This is an optimization exercise on Yosys and OpenROAD, whose aim is small area, a short achievable clock period and few clock cycles per item, not a production implementation. In this exercise RTL edits were held to simulation tests only and were not proved equivalent to the original.

==> flow/design.v (outline; a module is shown in full before it is edited, if it fits) <==
// module comp_core: 1452 lines
module comp_core (
    input  wire        clk,
    input  wire        rst,           
    input  wire        smp_valid,
    input  wire [9:0]  smp_code,
    input  wire        preset,
    input  wire [23:0] preset_duty,
    input  wire        start,
    output wire        ready,
    output reg         done,
    output wire [23:0] duty,
    output wire [18:0] cmp,
    input  wire [1:0]  wavg,
    input  wire [19:0] b0,
    input  wire [19:0] b1,
    input  wire [19:0] b2,
    input  wire [19:0] c1,
    input  wire [19:0] c2,
    input  wire [3:0]  gshift,
    input  wire [15:0] dmax,
    input  wire [25:0] d_ff,
    input  wire [11:0] top,
    input  wire [8:0]  trim
);
  // ...
==> flow/flow/run.sh <==
#!/bin/bash
# Standard synthesis, then the standard flow's own layout with a larger setup repair
# margin (aimed at the worst path only), so that timing repair works toward
# a shorter period than the clock, and the smallest buffer on the ports.
set -euo pipefail
bash standard.sh synth > synth.log 2>&1
bash standard.sh SETUP_SLACK_MARGIN=14 TNS_END_PERCENT=0 \
    'BUFFER_PORTS_ARGS=-buffer_cell sky130_fd_sc_hd__buf_1' finish > layout.log 2>&1
==> flow/standard.sh <==
#!/bin/bash
# synth_recipe.tcl (not shown) runs the flow's synth.tcl, then flattens the netlist and writes it again
# the make line also repeats each setting of config.mk as NAME=value (left out here)
make -C /OpenROAD-flow-scripts/flow DESIGN_CONFIG=/design/flow/config.mk WORK_HOME=/design/flow/orfs CLKGATE_MAP_FILE= SYNTH_SCRIPT=/design/flow/synth_recipe.tcl "${@:-finish}"
==> flow/config.mk <==
export PLATFORM = sky130hd
export DESIGN_NAME = comp_core
export DESIGN_NICKNAME = comp_core
export VERILOG_FILES = /design/flow/design.v
export SDC_FILE = /design/flow/constraint.sdc
export NUM_CORES = 4
export LEC_CHECK = 0
export CAP_MARGIN = 20
export CORE_MARGIN = 2
export CORE_UTILIZATION = 40
export SLEW_MARGIN = 20
==> flow/constraint.sdc <==
create_clock -name core_clock -period 19.0 [get_ports {clk}]
set_input_delay 3.8000 -clock core_clock [delete_from_list [all_inputs] [get_ports {clk}]]
set_output_delay 3.8000 -clock core_clock [all_outputs]
set_load 0.01 [all_outputs]
==> results.toml, run 1 <==
[synth]
synthXorXnorAreaFrac = 0.0850
synth_cell_types = 92
ys_seq_area_frac = 0.198
synth_top_family_by_area = "adder cells"
synth-simple-area-share = 0.123

[finish]
regArea_um2 = 8190
fin_area_um2 = 47300
layout_commonest_cell = "inv_1"
fin_nets = 5836
dominant_cells = "multi-input combinational cells"
regMostFlops = "hist"

[placed_design]
gp_congestion = 1.04

[sta]
postLayoutSetupSlackWorst_ns = 11.61
slew-limit-headroom = 0.189

[global_route]
top_usage_layer = "met2"
use_met2 = 0.490

[clock_network]
cts.sinks = 386
cts_inserted_buffers = 49
cts_buffer_depth = 3
clk_pin_slew_ns = 0.06

[floorplanning]
coreArea_um2 = 102000
num_io_pins = 253
n_tap_cell = 1368
dieArea_um2 = 105000

[min_path]
hold_path.class = "reg2reg"
hold_depth = 2

[status]
status = "timing/DRC/antenna clean"

[setup_path]
r2r-start = "state[2]"
cp.depth = 31
crit_fanout = 14
cp_common_cell = "a21oi_1"

[routing]
drt_iter0_markers = 5622
Testbench counts, summed over its fixed seeds: cycles 22,651, items 3,200.
==> run 2: changes to the inputs <==
--- a/flow/design.v
+++ b/flow/design.v
@@ -19,38 +19,39 @@
     input  wire [3:0]  gshift,
     input  wire [15:0] dmax,
     input  wire [25:0] d_ff,
     input  wire [11:0] top,
     input  wire [8:0]  trim
 );
     localparam [3:0] S_IDLE = 4'd0, S_P1 = 4'd1, S_P2 = 4'd2, S_P3 = 4'd3,
                      S_PC1 = 4'd4, S_PC2 = 4'd5, S_PT = 4'd6,
-                     S_FU1 = 4'd7, S_FU2 = 4'd8, S_FV1 = 4'd9, S_FV2 = 4'd10,
+                     S_FU1 = 4'd7, S_FU2 = 4'd8, S_FV1 = 4'd9, S_FUC = 4'd10,
                      S_CK = 4'd11;
     localparam signed [26:0] V_MAX = 27'sh3FFFFFF;
     localparam signed [26:0] V_MIN = -27'sh4000000;
     reg [3:0] state;
     reg       byp;          
     reg       corr_r;       
-    reg       d0_r;         
+    reg       clo_r;        
     reg [9:0] hist [0:7];
     reg [9:0] smp_p;
     reg       smp_pv;
     reg [1:0] wavg_r;
     reg signed [29:0] u;
     reg signed [26:0] v1, v2;
     reg signed [9:0]  e1, e2;
     reg signed [27:0] opa;
     reg        [9:0]  bn_r, bo_r, bt_r;    
     reg        [47:0] acc;
     reg        [3:0]  gsh_r;
     reg        [15:0] dmax_r;
     reg signed [25:0] dff_r;
     reg        [11:0] te_r;               
+    reg        [14:0] top5_r;             
     reg signed [8:0]  trim_r;
     assign ready = (state == S_IDLE);
     assign duty  = opa[23:0];
     wire [9:0] hg1 = (wavg_r != 2'd0) ? hist[1] : 10'd0;
     wire [9:0] hg2 = wavg_r[1] ? hist[2] : 10'd0;
     wire [9:0] hg3 = wavg_r[1] ? hist[3] : 10'd0;
     wire [9:0] hg4 = (wavg_r == 2'd3) ? hist[4] : 10'd0;
     wire [9:0] hg5 = (wavg_r == 2'd3) ? hist[5] : 10'd0;
@@ -1261,57 +1262,44 @@
     wire fc346 = (fc251 & fs298) | (fc251 & fc297) | (fs298 & fc297);
     wire fs347 = fc252 ^ fs299 ^ fc298;
     wire fc347 = (fc252 & fs299) | (fc252 & fc298) | (fs299 & fc298);
     wire fs348 = 1'b1 ^ fs300 ^ fc299;
     wire fc348 = (1'b1 & fs300) | (1'b1 & fc299) | (fs300 & fc299);
     wire [47:0] mac_ra = {fs348, fs347, fs346, fs345, fs344, fs343, fs342, fs341, fs340, fs339, fs338, fs337, fs336, fs335, fs334, fs333, fs332, fs331, fs330, fs329, fs328, fs327, fs326, fs325, fs324, fs323, fs322, fs321, fs320, fs319, fs318, fs317, fs316, fs315, fs314, fs313, fs312, fs311, fs310, fs309, fs308, fs307, fs306, fs305, fs304, fs303, fs302, fs253};
     wire [47:0] mac_rb = {fc347, fc346, fc345, fc344, fc343, fc342, fc341, fc340, fc339, fc338, fc337, fc336, fc335, fc334, fc333, fc332, fc331, fc330, fc329, fc328, fc327, fc326, fc325, fc324, fc323, fc322, fc321, fc320, fc319, fc318, fc317, fc316, fc315, fc314, fc313, fc312, fc311, fc310, fc309, fc308, fc307, fc306, fc305, fc304, fc303, fc302, fc301, fs301};
     wire [47:0] mac_sum = mac_ra + mac_rb;
-    wire st_pc1 = (state == S_PC1), st_pc2 = (state == S_PC2), st_pt = (state == S_PT);
-    wire st_fu1 = (state == S_FU1), st_fu2 = (state == S_FU2), st_fv1 = (state == S_FV1);
+    reg  [6:0] pu;
+    wire pu_pc1 = pu[6], pu_pc2 = pu[5], pu_pt = pu[4], pu_fu1 = pu[3],
+         pu_fu2 = pu[2], pu_fv1 = pu[1], pu_fuc = pu[0];
     wire        [23:0] lim = {dmax_r, 8'd0};
     wire signed [29:0] v1x = v1;
     wire signed [29:0] v2x = v2;
-    reg  [29:0] ax, ay;
-    reg         ac;
-    always @(*) begin
-        ax = s;
-        ay = v1x;
-        ac = 1'b0;
-        if (st_pc2) begin
-            ay = v2x;
-        end else if (st_pt) begin
-            ay = ~{{4{dff_r[25]}}, dff_r};
-            ac = 1'b1;
-        end else if (st_fu1) begin
-            ax = u;
-            ay = {30{corr_r}};
-        end else if (st_fu2) begin
-            ax = u;
-            ay = ~v1x;
-            ac = 1'b1;
-        end else if (st_fv1) begin
-            ax = v1x;
-            ay = ~v2x;
-            ac = 1'b1;
-        end
-    end
+    wire [29:0] ax = pu_fu1 | pu_fu2 ? u :
+                     pu_fv1          ? v1x :
+                     pu_fuc          ? (clo_r ? 30'd0 : {6'd0, lim}) : s;
+    wire [29:0] ay = pu_pc1          ? v1x :
+                     pu_pc2          ? v2x :
+                     pu_pt           ? ~{{4{dff_r[25]}}, dff_r} :
+                     pu_fu1          ? {30{corr_r}} :
+                     pu_fv1          ? ~v2x : ~v1x;
+    wire        ac = pu_pt | pu_fu2 | pu_fuc | pu_fv1;
     wire signed [29:0] asum = ax + ay + {29'd0, ac};
     wire a_ovf = (asum[29:26] != 4'b0000) & (asum[29:26] != 4'b1111);
     wire [26:0] a_sat = a_ovf ? (asum[29] ? V_MIN : V_MAX) : asum[26:0];
-    wire signed [29:0] ca = st_pt ? s : asum;
+    wire signed [29:0] ca = pu_pt ? s : asum;
     wire c_hi  = ca > $signed({6'd0, lim});
     wire c_le  = asum <= u;
     wire u_tie = (acc[17:0] == 18'd0);
-    wire bad1 = byp & ((u_tie & c_le) | asum[29] | c_hi);
+    wire corr = u_tie & c_le;
+    wire bad1 = byp & (corr | asum[29] | c_hi);
     wire bad2 = byp & a_ovf;
     wire bad3 = byp & (a_ovf | c_hi);
     wire signed [20:0] t    = acc[40:20];
-    wire        [18:0] tcap = {top5, 4'd0};
+    wire        [18:0] tcap = {top5_r, 4'd0};
     wire        d_zero = (a_mac[23:0] == 24'd0);
     wire        d_mid  = ((a_mac[23:11] != 13'd0) & (a_mac[23:20] != 4'hF)) | d_zero;
     wire        cz_ck = (t == $signed({{12{trim_r[8]}}, trim_r}));
     wire        th_ck = t > $signed({2'd0, tcap});
     reg         cz_r, thi_r;
     assign cmp = (cz_r | t[20]) ? 19'd0 : thi_r ? tcap : t[18:0];
     wire [11:0] top_eff = (top < 12'd100) ? 12'd100 :
                           (top > 12'd4000) ? 12'd4000 : top;
@@ -1319,96 +1307,99 @@
     reg [3:0] nstate;
     always @(*) begin
         nstate = state;
         case (state)
             S_IDLE:  if (start) nstate = S_P1;
             S_P1:    nstate = S_P2;
             S_P2:    nstate = S_P3;
             S_P3:    nstate = S_PC1;
-            S_PC1:   nstate = bad1 ? S_FU1 : S_PC2;
+            S_PC1:   nstate = !bad1 ? S_PC2 : corr ? S_FU1 : S_FUC;
             S_FU1:   nstate = S_FU2;
             S_FU2:   nstate = S_PC1;
+            S_FUC:   nstate = S_PC1;
             S_PC2:   nstate = bad2 ? S_FV1 : S_PT;
             S_FV1:   nstate = S_PC2;
-            S_PT:    nstate = bad3 ? S_FV2 : d_mid ? S_IDLE : S_CK;
+            S_PT:    nstate = bad3 ? S_PT : d_mid ? S_IDLE : S_CK;
             S_CK:    nstate = S_IDLE;
-            S_FV2:   nstate = S_PT;
             default: nstate = S_IDLE;
         endcase
         if (rst)
             nstate = S_IDLE;
     end
-    wire byp_next = ((nstate == S_PC1) | (nstate == S_PC2) | (nstate == S_PT)) &
-                    ~(st_fu2 | st_fv1 | (state == S_FV2));
+    wire byp_next = (state == S_P3) | (state == S_PC1) | (state == S_PC2);
     wire [8:0] ms_next = {
-        (nstate == S_P2) | (nstate == S_P3),     
-        nstate == S_P1,                          
-        nstate == S_PC1,                         
-        nstate == S_PC2,                         
-        (nstate == S_PT) | (nstate == S_CK),     
-        nstate == S_P1,                          
-        nstate == S_PC1,                         
-        nstate == S_PC2,                         
-        nstate == S_PT};                         
+        (state == S_P1) | (state == S_P2),                        
+        state == S_IDLE,                                          
+        (state == S_P3) | (state == S_FU2) | (state == S_FUC),    
+        (state == S_PC1) | (state == S_FV1),                      
+        (state == S_PC2) | (state == S_PT),                       
+        state == S_IDLE,                                          
+        (state == S_P3) | (state == S_FU2) | (state == S_FUC),    
+        (state == S_PC1) | (state == S_FV1),                      
+        state == S_PC2};                                          
+    wire [6:0] pu_next = {
+        nstate == S_PC1, nstate == S_PC2, nstate == S_PT, nstate == S_FU1,
+        nstate == S_FU2, nstate == S_FV1, nstate == S_FUC};
     wire        sh_acc = (state == S_IDLE);
     wire [9:0]  sh_e   = sh_acc ? e2 : e1;
     wire [3:0]  sh_g   = sh_acc ? gshift : gsh_r;
     reg  [27:0] a_next;
     always @(*) begin
         case (state)
             S_IDLE, S_P1, S_P2, S_P3: a_next = eshift(sh_e, sh_g);
-            S_PT:    a_next = byp ? (s[27:0] & {28{~s[29]}}) : opa;
+            S_PT:    a_next = !byp ? opa :
+                              !bad3 ? (s[27:0] & {28{~s[29]}}) :
+                              (a_ovf & asum[29]) ? 28'd0 : {4'd0, lim};
             S_CK:    a_next = opa;
-            S_FV2:   a_next = d0_r ? 28'd0 : {4'd0, lim};
             default: a_next = asum[27:0];
         endcase
     end
     reg [19:0] b_next;
     always @(*) begin
         case (state)
             S_IDLE:  b_next = b2;
             S_P1:    b_next = b1;
             S_P2:    b_next = b0;
-            S_P3, S_FU1, S_FU2: b_next = c1;
-            S_PC1:   b_next = bad1 ? c1 : c2;
-            S_FV1:   b_next = c2;
-            S_PC2:   b_next = bad2 ? c2 : {5'd0, top5};
-            default: b_next = {5'd0, top5};
+            S_P3, S_FU1, S_FU2, S_FUC: b_next = c1;
+            S_PC1, S_FV1: b_next = c2;
+            default: b_next = {5'd0, top5_r};
         endcase
     end
     wire b_neg = (state == S_IDLE) | (state == S_P1) | (state == S_P2);
     integer i;
     always @(posedge clk) begin
         gsh_r  <= gshift;
         dmax_r <= dmax;
         dff_r  <= d_ff;
         te_r   <= top_eff;
+        top5_r <= top5;
         trim_r <= trim;
         wavg_r <= wavg;
         acc    <= mac_sum;
         {bn_r, bo_r, bt_r} <= benc(b_next, b_neg);
         opa    <= a_next;
         cz_r   <= (state == S_CK) ? cz_ck : d_zero;
         thi_r  <= (state == S_CK) & th_ck;
         state  <= nstate;
         ms     <= ms_next;
+        pu     <= pu_next;
         byp    <= byp_next;
         if (rst) begin
             done  <= 1'b0;
             u     <= 30'sd0;
             v1    <= 27'sd0;
             v2    <= 27'sd0;
             e1    <= 10'sd0;
             e2    <= 10'sd0;
             for (i = 0; i < 8; i = i + 1)
                 hist[i] <= 10'd512;
             smp_pv <= 1'b0;
         end else begin
-            done   <= (st_pt & ~bad3 & d_mid) | (state == S_CK);
+            done   <= ((state == S_PT) & ~bad3 & d_mid) | (state == S_CK);
             smp_p  <= smp_code;
             smp_pv <= smp_valid;
             if (smp_pv) begin
                 hist[0] <= smp_p;
                 for (i = 1; i < 8; i = i + 1)
                     hist[i] <= hist[i-1];
             end
             case (state)
@@ -1424,29 +1415,31 @@
                     end
                 end
                 S_P1: begin
                     e1 <= nerr_now;
                 end
                 S_PC1: begin
                     if (byp) begin
                         u      <= asum;
-                        corr_r <= u_tie & c_le;
+                        corr_r <= corr;
+                        clo_r  <= asum[29];
                     end
                 end
+                S_FUC: begin
+                    u <= ax;
+                end
                 S_FU1: begin
                     u <= asum[29] ? 30'sd0 : c_hi ? $signed({6'd0, lim}) : asum;
                 end
                 S_PC2: begin
                     if (byp)
                         v1 <= a_sat;
                 end
                 S_PT: begin
-                    if (byp) begin
-                        v2   <= a_sat;
-                        d0_r <= a_ovf & asum[29];
-                    end
+                    if (byp)
+                        v2 <= a_sat;
                 end
                 default: ;
             endcase
         end
     end
 endmodule
==> results.toml, run 2 <==
[status]
status = "timing/DRC/antenna clean"

[floorplanning]
num_io_pins = 253
initial_utilization = 0.404
die_h_um = 327
rows = 118
coreArea_um2 = 103000
die_w_um = 327
dieArea_um2 = 107000

[placed_design]
io_buffers = 252
placedCellCount = 6277
place_hpwl_um = 122000
gp_congestion = 1.06

[global_route]
overflow = 0
grt_usage = 0.329
grt_antenna_before_repair = 10
grt_pass1_vias = 39420
grt_max_degree = 78
grt_pass1_wl_um = 262000

[clock_network]
clk_pin_slew_ns = 0.07
cts_tree = "built"
root_buffer = "clkbuf_16"
cts_buffer_depth = 3
cts_inserted_buffers = 50
cts.sinks = 408
htree_levels = 2
clkLatencyLatePin_ns = 0.68

[synth]
synth_area_um2 = 41800
async_flop_share = 0
yosys_warnings = 2
ys_seq_area_frac = 0.205
avgSynthCellArea_um2 = 8.48
synthTopCellsByArea = "dfxtp_1, fa_1, ha_1"
syn_inst = 4930
synthFlopType = "dfxtp_1"
yosysTopAreaCell = "dfxtp_1"
synth.most_common_cell = "inv_1"
ys_ff_latch = 408
synth_top_area_frac = 0.176
synth_edf_count = 40
syn_nets = 5713
synth_common_cells = "inv_1, dfxtp_1, a22oi_1"
synth_cell_types = 87

[setup_path]
arrival_ns = 7.57
cp-end-kind = "flop"
cpLargestDelayFamily = "compound AO/OA/AOI/OAI gates"
worstSetupStartpointType = "flop"
setup.worst_path.class = "reg2reg"
cp.required_ns = 19.50
slowest_delay_ns = 0.55
crit_slowest_cell = "a21oi_1"
crit_buf_inv = 4
crit_fanout = 10

[routing]
drc = 0
finalWirelength_um = 180000
dr.pass1.iters = 9
wl_per_cell_um = 27.6
via_count = 40478
drt_iter0_markers = 5652
ant_nets = 0
routed_via_density = 6.20

[finish]
layout_commonest_cell = "inv_1"
regArea_um2 = 8630
drive_gt1_frac = 0.117
multi_input_area_um2 = 30400
layout_common_cells = "inv_1, a22oi_1, fa_1"
stdcell_count = 6524
regMostFlops = "hist"
fin_nets = 5881
area_delta_synth_final_pct = 15.6
reg.largest.list = "hist: 80 flops, acc: 48 flops, u: 30 flops"
largest_register_ffs = 80
nFillCells = 10036

[sta]
report.final.hold_viol_count = 0
slew_viol_final = 0
min_period_over_period = 0.372
tightestPinTransition_ns = 1.27
fin_tns_setup_ns = 0
grt_setup_unrepaired = "true"
slew-limit-headroom = 0.151
finClkSkew_ns = 0.0617
fmax_ghz = 0.141
post-route-min-period_ns = 7.07
setup-violations-final = 0

[flow_run]
cap_violations = 0

[min_path]
hold_path.class = "reg2reg"
[run 2: cell types whose count changed in the layout (fill, tap and decap cells not counted), sizes merged, moves of 36 or more]
cell	change
a21oi	-79
nor2	-69
o21ai	+58
inv	+52
buf	+44
a21o	-36
[run 2: per-layer routing]
layer  routed length (µm)  vias up  part of all wire  GRT usage
li1                     -    17407                 -          -
met1                68300    19506              0.38      0.416
met2                72900     2852              0.40      0.470
met3                26400      703              0.15      0.138
met4                12400       10             0.069      0.185
met5                  190        -            0.0011     0.0115
[run 2: worst register-to-register path: cells and delay by family, from the launching register on]
family / cells / cell delay, ns
DFF: 1 / 0.38
and+or+nand+nor: 8 / 1.50
muxes: 1 / 0.31
adders and majority gates: 2 / 0.62
AOI/OAI and AO/OA: 14 / 3.44
buffers and inverters: 4 / 0.64
[run 2: repair_timing]
item	4_1_cts	5_1_grt
endpoints found under the setup margin	280	291
hold buffers	0	0
hold endpoints to repair	0	0
resized for setup	198	37
pin swaps	70	25
cloned	30	0
setup buffers	109	10
[run 2: stage by stage]
stage	hold WS (ns)	area (µm²)	setup WS (ns)	utilization
6_report	0.377	48300	11.93	0.467
5_1_grt	0.383	48300	11.76	0.467
4_1_cts	0.378	48100	12.13	0.464
3_5_place_dp	0.360	44000	10.54	0.425
3_3_place_gp	0.360	44000	10.60	0.425
2_1_floorplan	0.337	42100	12.44	-
[run 2: cells by family (layout without fill, tap and decap cells)]
kind of cell / count (synthesis) / count (layout) / synth area share
fa+ha+maj: 575 / 575 / 0.236
xor+xnor: 402 / 402 / 0.0843
compound gates: 1360 / 1363 / 0.226
simple gates: 1050 / 1051 / 0.116
mux: 173 / 173 / 0.0431
flops: 408 / 408 / 0.205
other cells: 0 / 5 / 0
buf+inv: 962 / 1167 / 0.0897
[run 2: path summary, 6_finish.rpt]
| path | startpoint | to | slack, ns | depth (start not counted) |
|---|---|---|---|---|
| worst max-delay path | pu[1] | done | 11.93 | 29 |
| worst min-delay path | te_r[0] | top5_r[0] | 0.38 | 0 |
| worst max register to register | pu[1] | done | 11.93 | 29 |
| worst min register to register | te_r[0] | top5_r[0] | 0.38 | 0 |
[run 2: cell type report]
| cell class | instances | share of cell area |
|---|---|---|
| well taps | 1380 | 0.0358 |
| diodes | 5 | 0.000259 |
| repair buffers | 527 | 0.0784 |
| clock inverters | 27 | 0.00536 |
| multi-input cells | 3564 | 0.629 |
| inverters | 547 | 0.0427 |
| flip-flops and latches | 408 | 0.179 |
| clock buffers | 66 | 0.0295 |
Testbench counts of run 2, summed over its fixed seeds: cycles 22,640, items 3,200.

## re-timing with driven ports
How much do the figures lean on ideal ports? The routed layouts below were timed once more, with nothing changed but the port constraints.
Step 1 assumes that a clkbuf_16 drives the clock port and a buf_2 every other input.
Step 2, shift: input delay + t, output delay - t, t = (earliest + latest rising clock arrival at the registers) / 2. This alone moves slack from input paths to output paths.
Three values: ideal, step 1, step 2; two values: the first two.
| run | shift t [ns] | setup slack, ns | clock arrival spread, ns |
|---|---|---|---|
| run 1 | 0.738 | 11.609 / 11.576 / 11.609 | 0.057 / 0.057 |
| run 2 | 0.725 | 11.929 / 11.929 / 11.929 | 0.063 / 0.062 |
After both steps setup and hold are still met in every run listed.
